What follows belongs to an exercise in optimizing a design on an open flow for small area, a short achievable clock period and few clock cycles per item; a production flow would make more cautious choices.
The RTL was checked by simulation tests, not by an equivalence proof against the original design.

$ cat design/flow/flow/polarity.py
#!/usr/bin/env python3
"""Remove inverters from a mapped sky130 netlist by choosing the polarity of
self-dual cells.

A full adder (fa_*) gives inverted SUM and COUT when all three inputs are
inverted, and a 2:1 mux (mux2_*, mux2i_*) gives an inverted output when both
data inputs are inverted.  Each such cell may therefore be "flipped": fed the
complement of every (data) input, with its outputs then carrying the
complement of their old values.  This script picks flips that reduce the
number of nets that need an inverter, removes every inverter cell, and puts
back one inverter per signal that some load needs in the other polarity.
The function of the netlist is unchanged; registers are not touched.

usage: polarity.py IN.v OUT.v [--aoi]

With --aoi, every 2:1 mux is first rewritten as an a22oi (smaller) on its
select and the select's complement, and then takes part as a flippable cell.
"""
import re
import sys
import random

OUT_PINS = {'X', 'Y', 'Q', 'Q_N', 'SUM', 'COUT', 'HI', 'LO'}


def is_inv(t):
    return re.search(r'__(inv|clkinv)_\d+$', t) is not None


def is_buf(t):
    return re.search(r'__(buf|clkbuf)_\d+$', t) is not None


def flip_pins(t, name=''):
    """Input pins that are complemented when a cell is flipped, or None."""
    if re.search(r'__fa_\d+$', t):
        return ('A', 'B', 'CIN')
    if re.search(r'__mux2i?_\d+$', t):
        return ('A0', 'A1')
    if name.startswith('_amux') and re.search(r'__a22oi_\d+$', t):
        return ('A2', 'B2')
    return None


def oai_muxes(cells, keep_nets):
    """Find 2:1 muxes that synthesis built as o21ai/o21a fed by a nand2 on
    the select: o21ai(a, S, nand(S, d)) = S ? d : ~a and
    o21a(a, S, nand(S, d)) = S ? ~d : a.  Each becomes a mux2 cell (with an
    inverter on the complemented data input), which muxes_to_aoi then
    rewrites.  keep_nets are nets that must keep their driver (ports)."""
    drv = {}
    fan = {}
    for i, (t, n, pins) in enumerate(cells):
        for p, net in pins:
            if p in OUT_PINS:
                drv[net] = i
            else:
                fan[net] = fan.get(net, 0) + 1
    alias = {}
    for t, n, pins in cells:
        d = dict(pins)
        if is_inv(t):
            alias[d['Y']] = (d['A'], 1)
        elif is_buf(t) and d['X'] not in keep_nets:
            alias[d['X']] = (d['A'], 0)

    def rt(net):
        par = 0
        while net in alias:
            net, p = alias[net]
            par ^= p
        return net, par
    gone = set()
    new = []
    k = 0
    for i, (t, n, pins) in enumerate(cells):
        m = re.search(r'__(o21ai|o21a)_\d+$', t)
        if not m or i in gone:
            continue
        d = dict(pins)
        j = drv.get(d['B1'])
        if j is None or j in gone or fan.get(d['B1'], 0) != 1:
            continue
        if not re.search(r'__nand2_\d+$', cells[j][0]):
            continue
        nd = dict(cells[j][2])
        found = None
        for x, y in (('A1', 'A2'), ('A2', 'A1')):
            for c, e in (('A', 'B'), ('B', 'A')):
                if rt(d[x]) == rt(nd[c]):
                    found = (d[x], d[y], nd[e])
                    break
            if found:
                break
        if not found:
            continue
        sel, other, dat = found
        k += 1
        out = d['Y'] if m.group(1) == 'o21ai' else d['X']
        inv_in = f'_omuxn{k}_'
        if m.group(1) == 'o21ai':
            # S ? dat : ~other
            new.append(['sky130_fd_sc_hd__inv_1', f'_omuxinv{k}_', [('A', other), ('Y', inv_in)]])
            new.append(['sky130_fd_sc_hd__mux2_1', f'_omux{k}_',
                        [('A0', inv_in), ('A1', dat), ('S', sel), ('X', out)]])
        else:
            # S ? ~dat : other
            new.append(['sky130_fd_sc_hd__inv_1', f'_omuxinv{k}_', [('A', dat), ('Y', inv_in)]])
            new.append(['sky130_fd_sc_hd__mux2_1', f'_omux{k}_',
                        [('A0', other), ('A1', inv_in), ('S', sel), ('X', out)]])
        gone.add(i)
        gone.add(j)
    cells = [c for i, c in enumerate(cells) if i not in gone] + new
    wires = [f'_omuxn{q}_' for q in range(1, k + 1)]
    return cells, wires, k


def muxes_to_aoi(cells):
    """Rewrite each 2:1 mux as an a22oi on the select and its complement:
    ~(S & A1 | ~S & A0).  A mux2 gets an inverter after it (which the
    polarity pass may then remove); one inverter per select net makes ~S."""
    out = []
    sel_n = {}
    extra = []
    k = 0
    for t, n, pins in cells:
        m = re.search(r'__(mux2i?)_\d+$', t)
        if not m:
            out.append([t, n, pins])
            continue
        d = dict(pins)
        k += 1
        s = d['S']
        if s not in sel_n:
            sel_n[s] = f'_amuxs{len(sel_n) + 1}_'
            extra.append(sel_n[s])
            out.append(['sky130_fd_sc_hd__inv_1', f'_amuxsinv{len(sel_n)}_', [('A', s), ('Y', sel_n[s])]])
        if m.group(1) == 'mux2i':
            y = d['Y']
        else:
            y = f'_amuxy{k}_'
            extra.append(y)
            out.append(['sky130_fd_sc_hd__inv_1', f'_amuxyinv{k}_', [('A', y), ('Y', d['X'])]])
        out.append(['sky130_fd_sc_hd__a22oi_1', f'_amux{k}_',
                    [('A1', s), ('A2', d['A1']), ('B1', sel_n[s]), ('B2', d['A0']), ('Y', y)]])
    return out, extra


def main(src, dst):
    text = open(src).read()
    m = re.search(r'^module\s+\S+\s*\(.*?\);\n', text, re.S | re.M)
    head_end = m.end()
    end = text.rindex('endmodule')
    body = text[head_end:end]
    # split body into declarations and cell instances
    cell_re = re.compile(r'^\s*(sky130_fd_sc_hd__\w+)\s+(\S+)\s*\((.*?)\);\s*$', re.S | re.M)
    cells = []
    decl = []
    pos = 0
    for cm in cell_re.finditer(body):
        chunk = body[pos:cm.start()]
        decl.append(chunk)
        pins = [(p, n.strip()) for p, n in re.findall(r'\.(\w+)\(([^()]*)\)', cm.group(3))]
        cells.append([cm.group(1), cm.group(2), pins])
        pos = cm.end()
    tail = body[pos:]
    extra_wires = []
    if AOI:
        outs0 = set()
        for dm in re.finditer(r'^\s*output\s+(\[[^\]]+\]\s*)?(\S+);', text[:end], re.M):
            rng, name = dm.group(1), dm.group(2)
            if rng:
                hi, lo = map(int, re.findall(r'\d+', rng))
                for b in range(min(hi, lo), max(hi, lo) + 1):
                    outs0.add(f'{name}[{b}]')
            else:
                outs0.add(name)
        cells, extra_wires, nom = oai_muxes(cells, outs0)
        cells, w2 = muxes_to_aoi(cells)
        extra_wires += w2
        print(f'o21ai/o21a muxes found: {nom}')
    assert not re.search(r'\bassign\b', ''.join(decl) + tail), 'assign statements not handled'

    # output port bits
    outs = set()
    for dm in re.finditer(r'^\s*output\s+(\[[^\]]+\]\s*)?(\S+);', text[:end], re.M):
        rng, name = dm.group(1), dm.group(2)
        if rng:
            hi, lo = map(int, re.findall(r'\d+', rng))
            for b in range(min(hi, lo), max(hi, lo) + 1):
                outs.add(f'{name}[{b}]')
        else:
            outs.add(name)

    # inverter map: out net -> in net; buffers (not driving a port) are
    # removed too, as the flow's own buffer removal would do.
    inv_of = {}
    buf_of = {}
    for t, n, pins in cells:
        d = dict(pins)
        if is_inv(t):
            inv_of[d['Y']] = d['A']
        elif is_buf(t) and d['X'] not in outs:
            buf_of[d['X']] = d['A']

    def root(net):
        par = 0
        seen = 0
        while net in inv_of or net in buf_of:
            if net in inv_of:
                net = inv_of[net]
                par ^= 1
            else:
                net = buf_of[net]
            seen += 1
            assert seen < 1000
        return net, par

    def dropped(t, pins):
        d = dict(pins)
        return is_inv(t) or (is_buf(t) and d['X'] not in outs)

    # drivers of roots
    driver = {}
    for i, (t, n, pins) in enumerate(cells):
        if dropped(t, pins):
            continue
        for p, net in pins:
            if p in OUT_PINS:
                driver[net] = i
    # loads: list of (cell index, pin, root, parity)
    loads = {}
    keep = []
    for i, (t, n, pins) in enumerate(cells):
        if dropped(t, pins):
            continue
        keep.append(i)
        for k, (p, net) in enumerate(pins):
            if p in OUT_PINS or net == '' or net.startswith("1'b"):
                continue
            r, par = root(net)
            loads.setdefault(r, []).append((i, k, par))
    # An output port net driven through inverters would need special care.
    for o in outs:
        if o in inv_of or o in buf_of:
            sys.exit(f'output {o} is driven by an inverter; not handled')

    flippable = {i: flip_pins(cells[i][0], cells[i][1]) for i in keep}
    flippable = {i: fp for i, fp in flippable.items() if fp}
    flip = {i: 0 for i in flippable}

    def cost_root(r):
        d = driver.get(r)
        phys = flip.get(d, 0) if d is not None else 0
        need = False
        for (i, k, par) in loads.get(r, []):
            want = par
            fp = flippable.get(i)
            if fp and cells[i][2][k][0] in fp and flip[i]:
                want ^= 1
            if want ^ phys:
                need = True
                break
        return 1 if need else 0

    # roots touched by each flippable cell
    touch = {}
    for r, ls in loads.items():
        for (i, k, par) in ls:
            if i in flippable:
                touch.setdefault(i, set()).add(r)
    for i in flippable:
        for p, net in cells[i][2]:
            if p in OUT_PINS:
                touch.setdefault(i, set()).add(net)

    def total():
        return sum(cost_root(r) for r in loads)

    before = total()
    order = list(flippable)
    rng = random.Random(1)

    def descend():
        improved = True
        passes = 0
        while improved and passes < 60:
            improved = False
            passes += 1
            rng.shuffle(order)
            for i in order:
                rs = touch.get(i, ())
                c0 = sum(cost_root(r) for r in rs)
                flip[i] ^= 1
                c1 = sum(cost_root(r) for r in rs)
                if c1 < c0 or (c1 == c0 and rng.random() < 0.3):
                    improved = improved or c1 < c0
                else:
                    flip[i] ^= 1

    best = None
    for start in range(STARTS):
        for i in flip:
            flip[i] = 0 if start == 0 else rng.randint(0, 1)
        descend()
        c = total()
        if best is None or c < best[0]:
            best = (c, dict(flip))
    flip.update(best[1])
    # simulated annealing from the best local optimum
    import math
    cur = best[0]
    temp = 1.0
    steps = ANNEAL
    for step in range(steps):
        i = order[rng.randrange(len(order))]
        rs = touch.get(i, ())
        c0 = sum(cost_root(r) for r in rs)
        flip[i] ^= 1
        c1 = sum(cost_root(r) for r in rs)
        dlt = c1 - c0
        if dlt <= 0 or rng.random() < math.exp(-dlt / temp):
            cur += dlt
            if cur < best[0]:
                best = (cur, dict(flip))
        else:
            flip[i] ^= 1
        temp = max(0.05, 1.0 * (1 - step / steps))
    flip.update(best[1])
    descend()
    after = total()

    # rebuild netlist
    new_wires = []
    inv_net = {}
    new_cells = []
    ninv = 0
    for r in loads:
        d = driver.get(r)
        phys = flip.get(d, 0) if d is not None else 0
        for (i, k, par) in loads[r]:
            want = par
            fp = flippable.get(i)
            if fp and cells[i][2][k][0] in fp and flip[i]:
                want ^= 1
            if want ^ phys:
                if r not in inv_net:
                    ninv += 1
                    w = f'_pol{ninv}_'
                    inv_net[r] = w
                    new_wires.append(w)
                    new_cells.append(('sky130_fd_sc_hd__inv_1', f'_polinv{ninv}_', [('A', r), ('Y', w)]))
                cells[i][2][k] = (cells[i][2][k][0], inv_net[r])
            else:
                cells[i][2][k] = (cells[i][2][k][0], r)
    out = [text[:head_end]]
    out.append(''.join(decl))
    for w in extra_wires + new_wires:
        out.append(f'  wire {w};\n')
    def emit(t, n, pins):
        ps = ',\n'.join(f'    .{p}({net}{" " if net.startswith(chr(92)) else ""})' for p, net in pins)
        return f'  {t} {n} (\n{ps}\n  );\n'
    for i in keep:
        t, n, pins = cells[i]
        out.append(emit(t, n, pins))
    for t, n, pins in new_cells:
        out.append(emit(t, n, pins))
    out.append(tail)
    out.append(text[end:])
    open(dst, 'w').write(''.join(out))
    print(f'inverter cells before: {len(inv_of)}; signals needing an inverter: '
          f'{before} before flips, {after} after; inverters written: {ninv}; '
          f'flipped {sum(flip.values())} of {len(flip)} cells')


AOI = False
STARTS = 4
ANNEAL = 3000000

if __name__ == '__main__':
    AOI = '--aoi' in sys.argv[3:]
    main(sys.argv[1], sys.argv[2])
$ cat design/flow/design.v
module mon_pixel_comp_blend (
    input  wire [7:0]  alpha,
    input  wire [11:0] p,
    input  wire [11:0] v,
    output wire [11:0] r
);
    wire [11:0] m0 = alpha[0] ? p : v;
    wire [11:0] m1 = alpha[1] ? p : v;
    wire [11:0] m2 = alpha[2] ? p : v;
    wire [11:0] m3 = alpha[3] ? p : v;
    wire [11:0] m4 = alpha[4] ? p : v;
    wire [11:0] m5 = alpha[5] ? p : v;
    wire [11:0] m6 = alpha[6] ? p : v;
    wire [11:0] m7 = alpha[7] ? p : v;
    wire t1 = m0[5] ^ m1[4];
    wire t2 = m0[5] & m1[4];
    wire t3 = m0[6] ^ m1[5] ^ m2[4];
    wire t4 = (m0[6] & m1[5]) | (m0[6] & m2[4]) | (m1[5] & m2[4]);
    wire t5 = m3[3] ^ m4[2];
    wire t6 = m3[3] & m4[2];
    wire t7 = m0[7] ^ m1[6] ^ m2[5];
    wire t8 = (m0[7] & m1[6]) | (m0[7] & m2[5]) | (m1[6] & m2[5]);
    wire t9 = m3[4] ^ m4[3] ^ m5[2];
    wire t10 = (m3[4] & m4[3]) | (m3[4] & m5[2]) | (m4[3] & m5[2]);
    wire t11 = m6[1] ^ m7[0];
    wire t12 = m6[1] & m7[0];
    wire t13 = m0[8] ^ m1[7] ^ m2[6];
    wire t14 = (m0[8] & m1[7]) | (m0[8] & m2[6]) | (m1[7] & m2[6]);
    wire t15 = m3[5] ^ m4[4] ^ m5[3];
    wire t16 = (m3[5] & m4[4]) | (m3[5] & m5[3]) | (m4[4] & m5[3]);
    wire t17 = m6[2] ^ m7[1] ^ m7[8];
    wire t18 = (m6[2] & m7[1]) | (m6[2] & m7[8]) | (m7[1] & m7[8]);
    wire t19 = m0[9] ^ m1[8] ^ m2[7];
    wire t20 = (m0[9] & m1[8]) | (m0[9] & m2[7]) | (m1[8] & m2[7]);
    wire t21 = m3[6] ^ m4[5] ^ m5[4];
    wire t22 = (m3[6] & m4[5]) | (m3[6] & m5[4]) | (m4[5] & m5[4]);
    wire t23 = m6[3] ^ m7[2] ^ m7[9];
    wire t24 = (m6[3] & m7[2]) | (m6[3] & m7[9]) | (m7[2] & m7[9]);
    wire t25 = m0[10] ^ m1[9] ^ m2[8];
    wire t26 = (m0[10] & m1[9]) | (m0[10] & m2[8]) | (m1[9] & m2[8]);
    wire t27 = m3[7] ^ m4[6] ^ m5[5];
    wire t28 = (m3[7] & m4[6]) | (m3[7] & m5[5]) | (m4[6] & m5[5]);
    wire t29 = m6[4] ^ m7[3] ^ m7[10];
    wire t30 = (m6[4] & m7[3]) | (m6[4] & m7[10]) | (m7[3] & m7[10]);
    wire t31 = m0[11] ^ m1[10] ^ m2[9];
    wire t32 = (m0[11] & m1[10]) | (m0[11] & m2[9]) | (m1[10] & m2[9]);
    wire t33 = m3[8] ^ m4[7] ^ m5[6];
    wire t34 = (m3[8] & m4[7]) | (m3[8] & m5[6]) | (m4[7] & m5[6]);
    wire t35 = m6[5] ^ m7[4] ^ m7[11];
    wire t36 = (m6[5] & m7[4]) | (m6[5] & m7[11]) | (m7[4] & m7[11]);
    wire t37 = m1[11] ^ m2[10] ^ m3[9];
    wire t38 = (m1[11] & m2[10]) | (m1[11] & m3[9]) | (m2[10] & m3[9]);
    wire t39 = m4[8] ^ m5[7] ^ m6[6];
    wire t40 = (m4[8] & m5[7]) | (m4[8] & m6[6]) | (m5[7] & m6[6]);
    wire t41 = m2[11] ^ m3[10] ^ m4[9];
    wire t42 = (m2[11] & m3[10]) | (m2[11] & m4[9]) | (m3[10] & m4[9]);
    wire t43 = m0[3] ^ m1[2];
    wire t44 = m0[3] & m1[2];
    wire t45 = m0[4] ^ m1[3] ^ m2[2];
    wire t46 = (m0[4] & m1[3]) | (m0[4] & m2[2]) | (m1[3] & m2[2]);
    wire t47 = m3[1] ^ m4[0];
    wire t48 = m3[1] & m4[0];
    wire t49 = t1 ^ m2[3] ^ m3[2];
    wire t50 = (t1 & m2[3]) | (t1 & m3[2]) | (m2[3] & m3[2]);
    wire t51 = m4[1] ^ m5[0] ^ m7[5];
    wire t52 = (m4[1] & m5[0]) | (m4[1] & m7[5]) | (m5[0] & m7[5]);
    wire t53 = t3 ^ t5 ^ m5[1];
    wire t54 = (t3 & t5) | (t3 & m5[1]) | (t5 & m5[1]);
    wire t55 = m6[0] ^ m7[6] ^ t2;
    wire t56 = (m6[0] & m7[6]) | (m6[0] & t2) | (m7[6] & t2);
    wire t57 = t7 ^ t9 ^ t11;
    wire t58 = (t7 & t9) | (t7 & t11) | (t9 & t11);
    wire t59 = m7[7] ^ t4 ^ t6;
    wire t60 = (m7[7] & t4) | (m7[7] & t6) | (t4 & t6);
    wire t61 = t13 ^ t15 ^ t17;
    wire t62 = (t13 & t15) | (t13 & t17) | (t15 & t17);
    wire t63 = t8 ^ t10 ^ t12;
    wire t64 = (t8 & t10) | (t8 & t12) | (t10 & t12);
    wire t65 = t19 ^ t21 ^ t23;
    wire t66 = (t19 & t21) | (t19 & t23) | (t21 & t23);
    wire t67 = t14 ^ t16 ^ t18;
    wire t68 = (t14 & t16) | (t14 & t18) | (t16 & t18);
    wire t69 = t25 ^ t27 ^ t29;
    wire t70 = (t25 & t27) | (t25 & t29) | (t27 & t29);
    wire t71 = t20 ^ t22 ^ t24;
    wire t72 = (t20 & t22) | (t20 & t24) | (t22 & t24);
    wire t73 = t31 ^ t33 ^ t35;
    wire t74 = (t31 & t33) | (t31 & t35) | (t33 & t35);
    wire t75 = t26 ^ t28 ^ t30;
    wire t76 = (t26 & t28) | (t26 & t30) | (t28 & t30);
    wire t77 = t37 ^ t39 ^ m7[5];
    wire t78 = (t37 & t39) | (t37 & m7[5]) | (t39 & m7[5]);
    wire t79 = t32 ^ t34 ^ t36;
    wire t80 = (t32 & t34) | (t32 & t36) | (t34 & t36);
    wire t81 = t41 ^ m5[8] ^ m6[7];
    wire t82 = (t41 & m5[8]) | (t41 & m6[7]) | (m5[8] & m6[7]);
    wire t83 = m7[6] ^ t38 ^ t40;
    wire t84 = (m7[6] & t38) | (m7[6] & t40) | (t38 & t40);
    wire t85 = m3[11] ^ m4[10] ^ m5[9];
    wire t86 = (m3[11] & m4[10]) | (m3[11] & m5[9]) | (m4[10] & m5[9]);
    wire t87 = m6[8] ^ m7[7] ^ t42;
    wire t88 = (m6[8] & m7[7]) | (m6[8] & t42) | (m7[7] & t42);
    wire t89 = m4[11] ^ m5[10] ^ m6[9];
    wire t90 = (m4[11] & m5[10]) | (m4[11] & m6[9]) | (m5[10] & m6[9]);
    wire t91 = m0[2] ^ m1[1];
    wire t92 = m0[2] & m1[1];
    wire t93 = t43 ^ m2[1] ^ m3[0];
    wire t94 = (t43 & m2[1]) | (t43 & m3[0]) | (m2[1] & m3[0]);
    wire t95 = t45 ^ t47 ^ m7[4];
    wire t96 = (t45 & t47) | (t45 & m7[4]) | (t47 & m7[4]);
    wire t97 = t49 ^ t51 ^ t46;
    wire t98 = (t49 & t51) | (t49 & t46) | (t51 & t46);
    wire t99 = t53 ^ t55 ^ t50;
    wire t100 = (t53 & t55) | (t53 & t50) | (t55 & t50);
    wire t101 = t57 ^ t59 ^ t54;
    wire t102 = (t57 & t59) | (t57 & t54) | (t59 & t54);
    wire t103 = t61 ^ t63 ^ t58;
    wire t104 = (t61 & t63) | (t61 & t58) | (t63 & t58);
    wire t105 = t65 ^ t67 ^ t62;
    wire t106 = (t65 & t67) | (t65 & t62) | (t67 & t62);
    wire t107 = t69 ^ t71 ^ t66;
    wire t108 = (t69 & t71) | (t69 & t66) | (t71 & t66);
    wire t109 = t73 ^ t75 ^ t70;
    wire t110 = (t73 & t75) | (t73 & t70) | (t75 & t70);
    wire t111 = t77 ^ t79 ^ t74;
    wire t112 = (t77 & t79) | (t77 & t74) | (t79 & t74);
    wire t113 = t81 ^ t83 ^ t78;
    wire t114 = (t81 & t83) | (t81 & t78) | (t83 & t78);
    wire t115 = t85 ^ t87 ^ t82;
    wire t116 = (t85 & t87) | (t85 & t82) | (t87 & t82);
    wire t117 = t89 ^ m7[8] ^ t86;
    wire t118 = (t89 & m7[8]) | (t89 & t86) | (m7[8] & t86);
    wire t119 = m5[11] ^ m6[10] ^ m7[9];
    wire t120 = (m5[11] & m6[10]) | (m5[11] & m7[9]) | (m6[10] & m7[9]);
    wire t121 = m0[1] ^ m1[0];
    wire t122 = m0[1] & m1[0];
    wire t123 = t91 ^ m2[0] ^ m7[2];
    wire t124 = (t91 & m2[0]) | (t91 & m7[2]) | (m2[0] & m7[2]);
    wire t125 = t93 ^ m7[3] ^ t92;
    wire t126 = (t93 & m7[3]) | (t93 & t92) | (m7[3] & t92);
    wire t127 = t95 ^ t44 ^ t94;
    wire t128 = (t95 & t44) | (t95 & t94) | (t44 & t94);
    wire t129 = t97 ^ t48 ^ t96;
    wire t130 = (t97 & t48) | (t97 & t96) | (t48 & t96);
    wire t131 = t99 ^ t52 ^ t98;
    wire t132 = (t99 & t52) | (t99 & t98) | (t52 & t98);
    wire t133 = t101 ^ t56 ^ t100;
    wire t134 = (t101 & t56) | (t101 & t100) | (t56 & t100);
    wire t135 = t103 ^ t60 ^ t102;
    wire t136 = (t103 & t60) | (t103 & t102) | (t60 & t102);
    wire t137 = t105 ^ t64 ^ t104;
    wire t138 = (t105 & t64) | (t105 & t104) | (t64 & t104);
    wire t139 = t107 ^ t68 ^ t106;
    wire t140 = (t107 & t68) | (t107 & t106) | (t68 & t106);
    wire t141 = t109 ^ t72 ^ t108;
    wire t142 = (t109 & t72) | (t109 & t108) | (t72 & t108);
    wire t143 = t111 ^ t76 ^ t110;
    wire t144 = (t111 & t76) | (t111 & t110) | (t76 & t110);
    wire t145 = t113 ^ t80 ^ t112;
    wire t146 = (t113 & t80) | (t113 & t112) | (t80 & t112);
    wire t147 = t115 ^ t84 ^ t114;
    wire t148 = (t115 & t84) | (t115 & t114) | (t84 & t114);
    wire t149 = t117 ^ t88 ^ t116;
    wire t150 = (t117 & t88) | (t117 & t116) | (t88 & t116);
    wire t151 = t119 ^ t90 ^ t118;
    wire t152 = (t119 & t90) | (t119 & t118) | (t90 & t118);
    wire t153 = m6[11] ^ m7[10] ^ t120;
    wire t154 = (m6[11] & m7[10]) | (m6[11] & t120) | (m7[10] & t120);
    wire [19:0] ra = {1'b0, m7[11], t153, t151, t149, t147, t145, t143, t141, t139, t137, t135, t133, t131, t129, t127, t125, t123, t121, m0[0]};
    wire [19:0] rb = {1'b0, t154, t152, t150, t148, t146, t144, t142, t140, t138, t136, t134, t132, t130, t128, t126, t124, t122, m7[1], m7[0]};
    wire [8:0] lo = {1'b0, ra[7:0]} + {1'b0, rb[7:0]};
    assign r = ra[19:8] + rb[19:8] + {11'd0, lo[8]};
endmodule
module mon_pixel_comp (
    input  wire         clk,
    input  wire         rst,             
    input  wire         cfg_we,
    input  wire [1:0]   cfg_addr,        
    input  wire [11:0]  cfg_wdata,
    input  wire         in_valid,
    output wire         in_ready,
    input  wire         in_layer_hit,    
    input  wire [7:0]   in_layer_alpha,  
    input  wire [29:0]  in_layer_pix,    
    input  wire [3:0]   in_plane_hit,    
    input  wire [127:0] in_plane_pix,    
    output wire         out_valid,
    input  wire         out_ready,
    output wire [35:0]  out_pix          
);
    reg        wr_we;
    reg [1:0]  wr_addr;
    reg [11:0] wr_data;
    reg [11:0] bg0, bg1, bg2;
    reg        depth10;                  
    always @(posedge clk) begin
        wr_we   <= cfg_we && !rst;
        wr_addr <= cfg_addr;
        wr_data <= cfg_wdata;
    end
    always @(posedge clk) begin
        if (rst) begin
            bg0     <= 12'd0;
            bg1     <= 12'd0;
            bg2     <= 12'd0;
            depth10 <= 1'b0;
        end else if (wr_we) begin
            case (wr_addr)
                2'd0: bg0     <= wr_data;
                2'd1: bg1     <= wr_data;
                2'd2: bg2     <= wr_data;
                2'd3: depth10 <= wr_data[0];
            endcase
        end
    end
    reg  rdy;                            
    reg  skid_full;                      
    wire en = !skid_full;                
    assign in_ready = rdy;
    reg         s0_valid;
    reg [7:0]   s0_la;
    reg [29:0]  s0_lp;
    reg [127:0] s0_pp;
    integer k;
    always @(posedge clk) begin
        if (rst)
            s0_valid <= 1'b0;
        else if (en)
            s0_valid <= in_valid;
    end
    always @(posedge clk) begin
        if (en) begin
            s0_la <= in_layer_hit ? in_layer_alpha : 8'd0;
            s0_lp <= in_layer_pix;
            for (k = 0; k < 4; k = k + 1) begin
                s0_pp[32*k+24 +: 8] <= in_plane_hit[k] ? in_plane_pix[32*k+24 +: 8] : 8'd0;
                s0_pp[32*k    +: 24] <= in_plane_pix[32*k +: 24];
            end
        end
    end
    wire [11:0] l0, l1, l2;
    mon_pixel_comp_blend u_l0 (.alpha(s0_la), .p({s0_lp[29:20], 2'b00}), .v(bg0), .r(l0));
    mon_pixel_comp_blend u_l1 (.alpha(s0_la), .p({s0_lp[19:10], 2'b00}), .v(bg1), .r(l1));
    mon_pixel_comp_blend u_l2 (.alpha(s0_la), .p({s0_lp[9:0],   2'b00}), .v(bg2), .r(l2));
    reg         s1_valid;
    reg [35:0]  s1_v;
    reg [127:0] s1_pp;
    always @(posedge clk) begin
        if (rst)
            s1_valid <= 1'b0;
        else if (en)
            s1_valid <= s0_valid;
    end
    always @(posedge clk) begin
        if (en) begin
            s1_v  <= {l0, l1, l2};
            s1_pp <= s0_pp;
        end
    end
    function [11:0] expand8;
        input [7:0] c;
        begin
            expand8 = {c, 4'b0000} + {8'd0, c[7:4]};
        end
    endfunction
    wire [11:0] q0_0, q0_1, q0_2;
    mon_pixel_comp_blend u_q00 (.alpha(s1_pp[31:24]), .p(expand8(s1_pp[15:8])),  .v(s1_v[35:24]), .r(q0_0));
    mon_pixel_comp_blend u_q01 (.alpha(s1_pp[31:24]), .p(expand8(s1_pp[7:0])),   .v(s1_v[23:12]), .r(q0_1));
    mon_pixel_comp_blend u_q02 (.alpha(s1_pp[31:24]), .p(expand8(s1_pp[23:16])), .v(s1_v[11:0]),  .r(q0_2));
    reg         s2_valid;
    reg [35:0]  s2_v;
    reg [95:0]  s2_pp;
    always @(posedge clk) begin
        if (rst)
            s2_valid <= 1'b0;
        else if (en)
            s2_valid <= s1_valid;
    end
    always @(posedge clk) begin
        if (en) begin
            s2_v  <= {q0_0, q0_1, q0_2};
            s2_pp <= s1_pp[127:32];
        end
    end
    wire [11:0] q1_0, q1_1, q1_2;
    mon_pixel_comp_blend u_q10 (.alpha(s2_pp[31:24]), .p(expand8(s2_pp[15:8])),  .v(s2_v[35:24]), .r(q1_0));
    mon_pixel_comp_blend u_q11 (.alpha(s2_pp[31:24]), .p(expand8(s2_pp[7:0])),   .v(s2_v[23:12]), .r(q1_1));
    mon_pixel_comp_blend u_q12 (.alpha(s2_pp[31:24]), .p(expand8(s2_pp[23:16])), .v(s2_v[11:0]),  .r(q1_2));
    reg         s3_valid;
    reg [35:0]  s3_v;
    reg [63:0]  s3_pp;
    always @(posedge clk) begin
        if (rst)
            s3_valid <= 1'b0;
        else if (en)
            s3_valid <= s2_valid;
    end
    always @(posedge clk) begin
        if (en) begin
            s3_v  <= {q1_0, q1_1, q1_2};
            s3_pp <= s2_pp[95:32];
        end
    end
    wire [11:0] q2_0, q2_1, q2_2;
    mon_pixel_comp_blend u_q20 (.alpha(s3_pp[31:24]), .p(expand8(s3_pp[15:8])),  .v(s3_v[35:24]), .r(q2_0));
    mon_pixel_comp_blend u_q21 (.alpha(s3_pp[31:24]), .p(expand8(s3_pp[7:0])),   .v(s3_v[23:12]), .r(q2_1));
    mon_pixel_comp_blend u_q22 (.alpha(s3_pp[31:24]), .p(expand8(s3_pp[23:16])), .v(s3_v[11:0]),  .r(q2_2));
    reg         s4_valid;
    reg [35:0]  s4_v;
    reg [31:0]  s4_pp;
    always @(posedge clk) begin
        if (rst)
            s4_valid <= 1'b0;
        else if (en)
            s4_valid <= s3_valid;
    end
    always @(posedge clk) begin
        if (en) begin
            s4_v  <= {q2_0, q2_1, q2_2};
            s4_pp <= s3_pp[63:32];
        end
    end
    wire [11:0] q3_0, q3_1, q3_2;
    mon_pixel_comp_blend u_q30 (.alpha(s4_pp[31:24]), .p(expand8(s4_pp[15:8])),  .v(s4_v[35:24]), .r(q3_0));
    mon_pixel_comp_blend u_q31 (.alpha(s4_pp[31:24]), .p(expand8(s4_pp[7:0])),   .v(s4_v[23:12]), .r(q3_1));
    mon_pixel_comp_blend u_q32 (.alpha(s4_pp[31:24]), .p(expand8(s4_pp[23:16])), .v(s4_v[11:0]),  .r(q3_2));
    wire [1:0]  lo_keep = depth10 ? 2'b00 : 2'b11;
    wire [35:0] res = {q3_0[11:2], q3_0[1:0] & lo_keep,
                       q3_1[11:2], q3_1[1:0] & lo_keep,
                       q3_2[11:2], q3_2[1:0] & lo_keep};
    reg         o_valid;
    reg         o_empty;
    reg [35:0]  o_pix;
    reg [35:0]  skid_pix;
    wire        o_load = o_empty || out_ready;
    always @(posedge clk) begin
        if (rst) begin
            o_valid   <= 1'b0;
            o_empty   <= 1'b1;
            rdy       <= 1'b1;
            skid_full <= 1'b0;
        end else if (skid_full) begin
            if (out_ready) begin
                rdy       <= 1'b1;       
                skid_full <= 1'b0;
            end
        end else if (o_load) begin
            o_valid   <= s4_valid;
            o_empty   <= !s4_valid;
        end else if (s4_valid) begin
            rdy       <= 1'b0;           
            skid_full <= 1'b1;
        end
    end
    always @(posedge clk) begin
        if (en)
            skid_pix <= res;
        if (o_load)
            o_pix <= skid_full ? skid_pix : res;
    end
    assign out_valid = o_valid;
    assign out_pix   = o_pix;
endmodule
$ cat design/flow/config.mk
export PLATFORM = sky130hd
export DESIGN_NAME = mon_pixel_comp
export DESIGN_NICKNAME = mon_pixel_comp
export VERILOG_FILES = /design/flow/design.v
export SDC_FILE = /design/flow/constraint.sdc
export NUM_CORES = 4
export LEC_CHECK = 0
export CAP_MARGIN = 20
export CORE_MARGIN = 2
export CORE_UTILIZATION = 70
export SLEW_MARGIN = 20
$ cat design/flow/standard.sh
#!/bin/bash
# synth_recipe.tcl (not shown) runs the flow's synth.tcl, then flattens the netlist and writes it again
# the make line also repeats each setting of config.mk as NAME=value (left out here)
make -C /OpenROAD-flow-scripts/flow DESIGN_CONFIG=/design/flow/config.mk WORK_HOME=/design/flow/orfs CLKGATE_MAP_FILE= SYNTH_SCRIPT=/design/flow/synth_recipe.tcl "${@:-finish}"
$ cat design/flow/flow/run.sh
#!/bin/bash
# Own layout flow: the standard flow with these changes.
#  1. Port buffers are buf_2 cells instead of the flow's default choice
#     (every port still gets its own buffer).
#  2. After the standard synthesis, polarity.py rewrites 2:1 muxes as a22oi
#     cells and removes inverters between self-dual cells (full adders,
#     2:1 muxes) by flipping their polarity; registers and the function are
#     unchanged.
#  3. The clock tree is built without dummy loads.
# Each tool's output goes to a log file of its own in this folder.
set -euo pipefail
export BUFFER_PORTS_ARGS="-buffer_cell sky130_fd_sc_hd__buf_2"
# clock tree: clusters of up to 25 flip-flops, no dummy loads
export CTS_ARGS="-sink_clustering_enable -repair_clock_nets -sink_clustering_size 25 -sink_clustering_max_diameter 80 -dont_use_dummy_load"
RES=orfs/results/$FLOW_PLATFORM/mon_pixel_comp/base
bash standard.sh synth > synth.log 2>&1
cp $RES/1_2_yosys.v yosys_standard.v
python3 flow/polarity.py yosys_standard.v $RES/1_2_yosys.v --aoi > polarity.log 2>&1
rm -f $RES/1_synth.odb
bash standard.sh > layout.log 2>&1
$ cat design/flow/constraint.sdc
create_clock -name core_clock -period 38.0 [get_ports {clk}]
set_input_delay 7.6000 -clock core_clock [delete_from_list [all_inputs] [get_ports {clk}]]
set_output_delay 7.6000 -clock core_clock [all_outputs]
set_load 0.01 [all_outputs]
==> impl_results.md, run 1 <==
- Result of the run: timing/DRC/antenna clean
- CP max stage delay: 0.39 ns
- Top delay family on crit path: flip-flops
- Syn-to-layout area delta: 6.37%
- Hold Buf Count CTS: 0
- GRT Residual Overflow: 0
- Port bufs: 227
- DR iter-0 viols: 7,183
- Largest net degree at the start of global routing: 156
- Starting Density: 0.707
- Clk slew on worst S/H paths: 0.09 ns
- GPL Wtd Cong: 0.986
- Placeable Area: 96,900 um2
- Antenna-violating nets left: 0
- Die area: 100,000 um2
- Clock root buffer: clkbuf_16
- CTS Buf Count: 44
- Worst hold margin: 0.383 ns
- Clk buf depth: 3
- Setup Total Neg Slack: 0 ns
- Postcts setup bufs: 0
- FMAX: 114 MHz
- Setup violations, final: 0
- PnR worst setup slack: 29.20 ns
- Fill cells: 6,591
- Pre-CTS setup slack: 29.35 ns
- Critical path's slowest cell: edfxtp_1
- Worst-path cell chain: buf_2
- Site row count: 114
- Worst hold path class: reg2reg
- Period utilization: 0.232
- Cell area after synthesis: 68,500 um2
- Vias/cell: 6.93
- Mapped Avg Cell Area: 11.9 um2
- Detailed placement HPWL: 136,000 um
- Clock sinks: 763
- Actual slew at the worst max-slew pin: 1.05 ns
- Crit Path Category: reg2out
- WL final: 183,000 um
- Wirelength per Cell: 24.8 um
- DRC viols: 0
- CP Capture Type: output pin
- Clock latency (worst-skew pair): 0.66 ns
- Cell count after synthesis: 5,754
- Synth warn: 1
- CTS tree: yes
- CP required: 30.40 ns
- Final nets: 7,724
- Layout cells sized above 1: 0.0584
- Worst Setup Start Kind: register
- # IOs: 228
- Vias: 51,067
- Final hold vios: 0
- Die Y: 317 um
- Syn nets: 7,384
- Final min period: 8.80 ns
- Worst EP arrival: 1.20 ns
- MaxCap Viol Count: 0
- 1st-pass router iterations: 10
- Global-route wire length before repair: 287,000 um
- Global Route Usage Sum: 0.371
- CP Max Fanout: 1
- Post-CTS sizing: 0
- Via count of the first global-routing pass: 52,225
- Die width: 317 um
- Worst Skew: 0.0572 ns
- Pins Over Slew Limit: 0
- Worst Path Buf+Inv: 1
- Rel. slew slack: 0.298
- Initial antenna violation count: 3
- H-tree levels: 2
- RSZ-0062 raised after global routing: no
==> cell type report <==
class	count	area, um2	area share
timing repair buffer	294	1650	0.0227
inverter	631	2380	0.0326
multi-input combinational	4360	44200	0.606
antenna	1	2.50	0.0000344
clock buffer	44	1100	0.0151
sequential	763	21900	0.301
tap	1276	1600	0.0219
==> worst reg2reg max path: stages, from the launching register on <==
cell and delay [ns]:
edfxtp_1 0.35, buf_4 0.47, inv_1 0.60, a22oi_1 0.39
fa_1 0.46, fa_1 0.52, fa_1 0.44, fa_1 0.53
ha_1 0.33, and4_1 0.19, a21oi_1 0.08, nand2_1 0.07
a31oi_1 0.09, fa_1 0.54, fa_1 0.49, nor2b_1 0.16
o2111ai_1 0.20, a311oi_1 0.38, nor3_1 0.09, o31ai_1 0.48
==> per-layer routing <==
metal / GRT usage / up-vias / wire [um] / share of wire
met5: 0.00331 / - / 73 / 0.00040
met4: 0.172 / 6 / 9740 / 0.053
met3: 0.0803 / 727 / 20900 / 0.11
met2: 0.581 / 3537 / 84900 / 0.46
met1: 0.503 / 25096 / 67400 / 0.37
li1: - / 21701 / - / -
==> path summary, 6_finish.rpt <==
kind / startpoint / to / slack (ns) / cells past startpoint
setup / recovery: o_pix[0] / out_pix[0] / 29.20 / 1
hold / removal: s2_pp[87] / s3_pp[55] / 0.38 / 0
setup reg to reg: s4_pp[26] / o_pix[32] / 30.89 / 19
hold reg to reg: s2_pp[87] / s3_pp[55] / 0.38 / 0
==> sequential cells by signal, summed over array words and instances, names as in the netlist, 2 cells and up <==
| name | cells |
|---|---|
| s1_v | 36 |
| o_pix | 36 |
| s0_la | 8 |
| bg0 | 12 |
| s4_v | 36 |
| s0_pp | 128 |
| s2_v | 36 |
| skid_pix | 36 |
| wr_data | 12 |
| s3_pp | 64 |
| wr_addr | 2 |
| s1_pp | 128 |
| s3_v | 36 |
| bg1 | 12 |
| s0_lp | 30 |
| s4_pp | 32 |
| bg2 | 12 |
| s2_pp | 96 |
==> layout by cell type, fill, tap and decap left out, types with 44 or more instances in the layout <==
| cell type | instances |
|---|---|
| xnor2_1 | 53 |
| clkbuf_16 | 44 |
| a21oi_1 | 137 |
| nor3_1 | 53 |
| o21ai_0 | 469 |
| nand2_1 | 427 |
| buf_2 | 227 |
| buf_4 | 66 |
| a22oi_1 | 795 |
| dfxtp_1 | 96 |
| ha_1 | 360 |
| nor2_1 | 131 |
| inv_1 | 630 |
| fa_1 | 1080 |
| a21o_1 | 53 |
| o21a_1 | 291 |
| edfxtp_1 | 666 |
| nor2b_1 | 77 |
==> through the flow <==
stage                      util  instances  area, um2
after floorplan               -       5754      68500
after global placement    0.741       7324      71700
after detailed placement  0.741       7324      71700
after CTS                 0.752       7368      72800
after global routing      0.752       7368      72800
final                     0.752       7369      72800
Testbench counts, summed over its fixed seeds: cycles 24,048, items 24,000.
==> inputs of run 2 (changes only) <==
--- a/design/flow/flow/run.sh
+++ b/design/flow/flow/run.sh
@@ -5,5 +5,6 @@
 #  2. After the standard synthesis, polarity.py rewrites 2:1 muxes as a22oi
-#     cells and removes inverters between self-dual cells (full adders,
-#     2:1 muxes) by flipping their polarity; registers and the function are
-#     unchanged.
+#     cells and non-inverting gates (o21a, and2, ...) as their smaller
+#     inverting forms, then removes inverters by flipping the polarity of
+#     self-dual cells (full adders, 2:1 muxes); registers and the function
+#     are unchanged.
 #  3. The clock tree is built without dummy loads.
@@ -12,4 +13,4 @@
 export BUFFER_PORTS_ARGS="-buffer_cell sky130_fd_sc_hd__buf_2"
-# clock tree: clusters of up to 25 flip-flops, no dummy loads
-export CTS_ARGS="-sink_clustering_enable -repair_clock_nets -sink_clustering_size 25 -sink_clustering_max_diameter 80 -dont_use_dummy_load"
+# clock tree: clusters of up to 30 flip-flops, no dummy loads
+export CTS_ARGS="-sink_clustering_enable -repair_clock_nets -sink_clustering_size 30 -sink_clustering_max_diameter 100 -dont_use_dummy_load"
 RES=orfs/results/$FLOW_PLATFORM/mon_pixel_comp/base
--- a/design/flow/flow/polarity.py
+++ b/design/flow/flow/polarity.py
@@ -16,3 +16,7 @@
 With --aoi, every 2:1 mux is first rewritten as an a22oi (smaller) on its
-select and the select's complement, and then takes part as a flippable cell.
+select and the select's complement, and then takes part as a flippable cell;
+and each non-inverting gate (o21a, a21o, and2, or2, ...) becomes its smaller
+inverting form plus an output inverter, which the polarity choice may then
+remove (where it cannot, the gate gets its old form back).  Buffers that
+synthesis inserted are removed too, as the layout flow would remove them.
 """
@@ -117,2 +121,36 @@
 
+# non-inverting cell -> inverting cell of the same inputs
+INVERTING = {
+    'o21a': 'o21ai_1', 'a21o': 'a21oi_1', 'and2': 'nand2_1', 'and3': 'nand3_1',
+    'and4': 'nand4_1', 'or2': 'nor2_1', 'or3': 'nor3_1', 'or4': 'nor4_1',
+    'o31a': 'o31ai_1', 'a31o': 'a31oi_1', 'o211a': 'o211ai_1', 'a211o': 'a211oi_1',
+    'o22a': 'o22ai_1', 'a22o': 'a22oi_1', 'a32o': 'a32oi_1', 'o32a': 'o32ai_1',
+}
+
+
+def to_inverting(cells, keep_nets):
+    """Swap each non-inverting gate for its (smaller) inverting form plus an
+    inverter on its output.  Returns the cells, the new wires and a map from
+    each swapped cell's name to (its old type, its old output net)."""
+    out = []
+    wires = []
+    swapped = {}
+    k = 0
+    for t, n, pins in cells:
+        m = re.search(r'__([a-z0-9]+)_(\d+)$', t)
+        if not m or m.group(1) not in INVERTING or dict(pins).get('X') in keep_nets:
+            out.append([t, n, pins])
+            continue
+        k += 1
+        d = dict(pins)
+        w = f'_sinv{k}_'
+        wires.append(w)
+        newpins = [(p, w if p == 'X' else net) for p, net in pins]
+        newpins = [('Y' if p == 'X' else p, net) for p, net in newpins]
+        out.append(['sky130_fd_sc_hd__' + INVERTING[m.group(1)], n, newpins])
+        out.append(['sky130_fd_sc_hd__inv_1', f'_sinvc{k}_', [('A', w), ('Y', d['X'])]])
+        swapped[n] = (t, d['X'])
+    return out, wires, swapped
+
+
 def muxes_to_aoi(cells):
@@ -180,2 +218,4 @@
         extra_wires += w2
+        cells, w3, swapped = to_inverting(cells, outs0)
+        extra_wires += w3
         print(f'o21ai/o21a muxes found: {nom}')
@@ -355,2 +395,27 @@
                 cells[i][2][k] = (cells[i][2][k][0], r)
+    # A swapped gate whose every load now reads the inverter gets its old,
+    # non-inverting type back, driving the inverter's output net.
+    reverted = 0
+    if AOI and swapped:
+        inv_by_in = {c[2][0][1]: c for c in new_cells}
+        users = {}
+        for i in keep:
+            for p, net in cells[i][2]:
+                if p not in OUT_PINS:
+                    users[net] = users.get(net, 0) + 1
+        drop = set()
+        for i in keep:
+            t, n, pins = cells[i]
+            if n not in swapped:
+                continue
+            outnet = dict(pins)['Y']
+            ic = inv_by_in.get(outnet)
+            if ic is None or users.get(outnet, 0) != 0 or outnet in outs:
+                continue
+            old_t, _ = swapped[n]
+            cells[i] = [old_t, n, [('X' if p == 'Y' else p, ic[2][1][1] if p == 'Y' else net) for p, net in pins]]
+            drop.add(ic[1])
+            reverted += 1
+        new_cells = [c for c in new_cells if c[1] not in drop]
+        ninv -= len(drop)
     out = [text[:head_end]]
@@ -370,2 +435,4 @@
     open(dst, 'w').write(''.join(out))
+    if AOI:
+        print(f'gates swapped to inverting form: {len(swapped)}, reverted: {reverted}')
     print(f'inverter cells before: {len(inv_of)}; signals needing an inverter: '
==> impl_results.md, run 2 <==
- Hold Buf Count CTS: 0 (unchanged)
- Clk buf depth: 3 (unchanged)
- DRC viols: 0 (unchanged)
- Final min period: 8.86 ns (+0.0574 ns)
- Pins Over Slew Limit: 0 (unchanged)
- Global Route Usage Sum: 0.377 (+0.00564)
- 1st-pass router iterations: 8 (-2)
- Final hold vios: 0 (unchanged)
- R2r setup slk: 30.67 ns (-0.22 ns)
- RSZ-0062 raised after global routing: no
- CP Max Fanout: 1 (unchanged)
- Rel. slew slack: 0.299 (+0.000715)
- Most common cell after layout, fill and taps aside: fa_1
- WL final: 182,000 um (-0.74%)
- Finished Layout Cells: 7,154 (-2.9%)
- Wirelength per Cell: 25.4 um (+2.2%)
- Postcts setup bufs: 0 (unchanged)
- Worst R2R End: s3_v[16]
- Worst hold margin: 0.381 ns (-0.00223 ns)
- Vias: 50,373 (-1.4%)
- Largest net degree at the start of global routing: 116 (-26%)
- Clock root buffer: clkbuf_16
- Post-CTS sizing: 0 (unchanged)
- Port bufs: 227 (unchanged)
- DR iter-0 viols: 6,923 (-3.6%)
- Syn nets: 7,183 (-2.7%)
- Placed cells: 7,113 (-2.9%)
- Most frequent cells in the layout: 1,080 x fa_1, 795 x a22oi_1, 666 x edfxtp_1
- Top delay family on crit path: flip-flops
- GPL Wtd Cong: 1.01 (+2.6%)
- Worst Skew: 0.0942 ns (+0.0370 ns)
- Global-route wire length before repair: 287,000 um (-0.30%)
- Critical path's slowest cell: edfxtp_1
- Worst hold path class: reg2reg
- Actual slew at the worst max-slew pin: 1.05 ns (-0.00223 ns)
- Syn-to-layout area delta: 6.33% (about the same)
- Clock sinks: 763 (unchanged)
- Layout cells sized above 1: 0.0600 (+0.00152)
- Die area: 98,400 um2 (-2.0%)
- Hold EP: s2_pp[21]
- Die width: 314 um (-0.99%)
- Via count of the first global-routing pass: 52,070 (-0.30%)
- Setup violations, final: 0 (unchanged)
- CTS Buf Count: 39 (-11%)
- R2r startpoint: s2_pp[24]
- Final nets: 7,520 (-2.6%)
- Worst Hold Launch: s1_pp[53]
- Hold Crit Depth: 0 (unchanged)
- CP Capture Type: output pin
- Result of the run: timing/DRC/antenna clean
- Worst-path cell chain: buf_2
- # IOs: 228 (unchanged)
- Period utilization: 0.233 (+0.00151)
- Worst EP arrival: 1.26 ns (+0.06 ns)
- Starting Density: 0.706 (about the same)
- Worst Path Buf+Inv: 1 (unchanged)
- GRT Residual Overflow: 0 (unchanged)
- Detailed placement HPWL: 136,000 um (-0.36%)
- Biggest regs: s0_pp x128, s1_pp x128, s2_pp x96
- Vias/cell: 7.04 (+1.6%)
- Design Area, Final: 71,300 um2 (-2.0%)
- PnR worst setup slack: 29.15 ns (-0.0574 ns)
- Worst Setup Start Kind: register
- Clk slew on worst S/H paths: 0.10 ns (about the same)
- Pre-CTS setup slack: 29.27 ns (-0.0741 ns)
- Initial antenna violation count: 3 (unchanged)
- Antenna-violating nets left: 0 (unchanged)
- Cell area after synthesis: 67,100 um2 (-2.0%)
- Cell count after synthesis: 5,553 (-3.5%)
- Site row count: 113 (-0.88%)
- CP required: 30.40 ns (about the same)
- Post-place instance area: 70,300 um2 (-1.9%)
- H-tree levels: 2 (unchanged)
- Worst reg2reg path depth: 19 (unchanged)
- Clock latency (worst-skew pair): 0.67 ns (about the same)
- CTS tree: yes
- Fill cells: 6,440 (-2.3%)
- Crit Path Category: reg2out
- Mapped Avg Cell Area: 12.1 um2 (+1.6%)
- Setup Total Neg Slack: 0 ns (unchanged)
- Placeable Area: 95,000 um2 (-1.9%)
- MaxCap Viol Count: 0 (unchanged)
- Synth warn: 1 (unchanged)
- Die Y: 314 um (-0.99%)
- FMAX: 113 MHz (-0.65%)
- CP max stage delay: 0.44 ns (+0.05 ns)
[run 2: per-layer routing]
metal	wire length (um)	global-route usage	vias up
met1	64500	0.502	24562
met5	24	0	-
met2	85400	0.598	3721
met3	21800	0.0847	781
li1	-	-	21305
met4	9910	0.176	4
[run 2: layout make-up]
class / instances / area (um2) / share of cell area
Sequential cell: 763 / 21900 / 0.308
Antenna cell: 1 / 2.50 / 0.0000351
Timing Repair Buffer: 296 / 1680 / 0.0235
Clock buffer: 39 / 976 / 0.0137
Multi-Input combinational cell: 4360 / 43500 / 0.610
Tap cell: 1265 / 1580 / 0.0222
Inverter: 430 / 1620 / 0.0227
[run 2: through the flow]
step / utilization
finish: 0.751
global route: 0.751
CTS: 0.751
detailed placement: 0.740
global placement: 0.740
floorplan: -
[run 2: worst max path at each step]
stage | slack, ns | depth (start not counted) | endpoint | from
2_1_floorplan | 22.71 | 3 | o_pix[22] | skid_full
3_3_place_gp | 29.34 | 4 | o_pix[30] | out_ready
3_5_place_dp | 29.27 | 4 | o_pix[30] | out_ready
4_1_cts | 29.11 | 1 | out_pix[26] | o_pix[26]
5_1_grt | 29.12 | 1 | out_pix[26] | o_pix[26]
6_report | 29.15 | 1 | out_pix[26] | o_pix[26]

-- port drivers added, routing unchanged --
The results above use ideal ports. As a check the final layouts listed here were re-extracted and re-timed, cells and wires unchanged. Step 1 sets driving cells, clkbuf_16 on the clock port and buf_2 on the other inputs (assumed; they add their load-dependent delay and slew). Step 2 times the ports against the registers' clock, not the clock port: input delays grow and output delays shrink by t, the midpoint of the rising clock arrivals with the driver on. Slacks: ideal ports / drivers / drivers and shift; pairs: ideal ports / drivers.
| run | shift t [ns] | setup slack, ns | worst register clock-pin slew, ns |
|---|---|---|---|
| run 1 | 0.709 | 29.202 / 29.128 / 29.319 | 0.10 / 0.10 |
| run 2 | 0.705 | 29.145 / 29.067 / 29.260 | 0.11 / 0.11 |
After both steps every run listed still meets setup and hold.
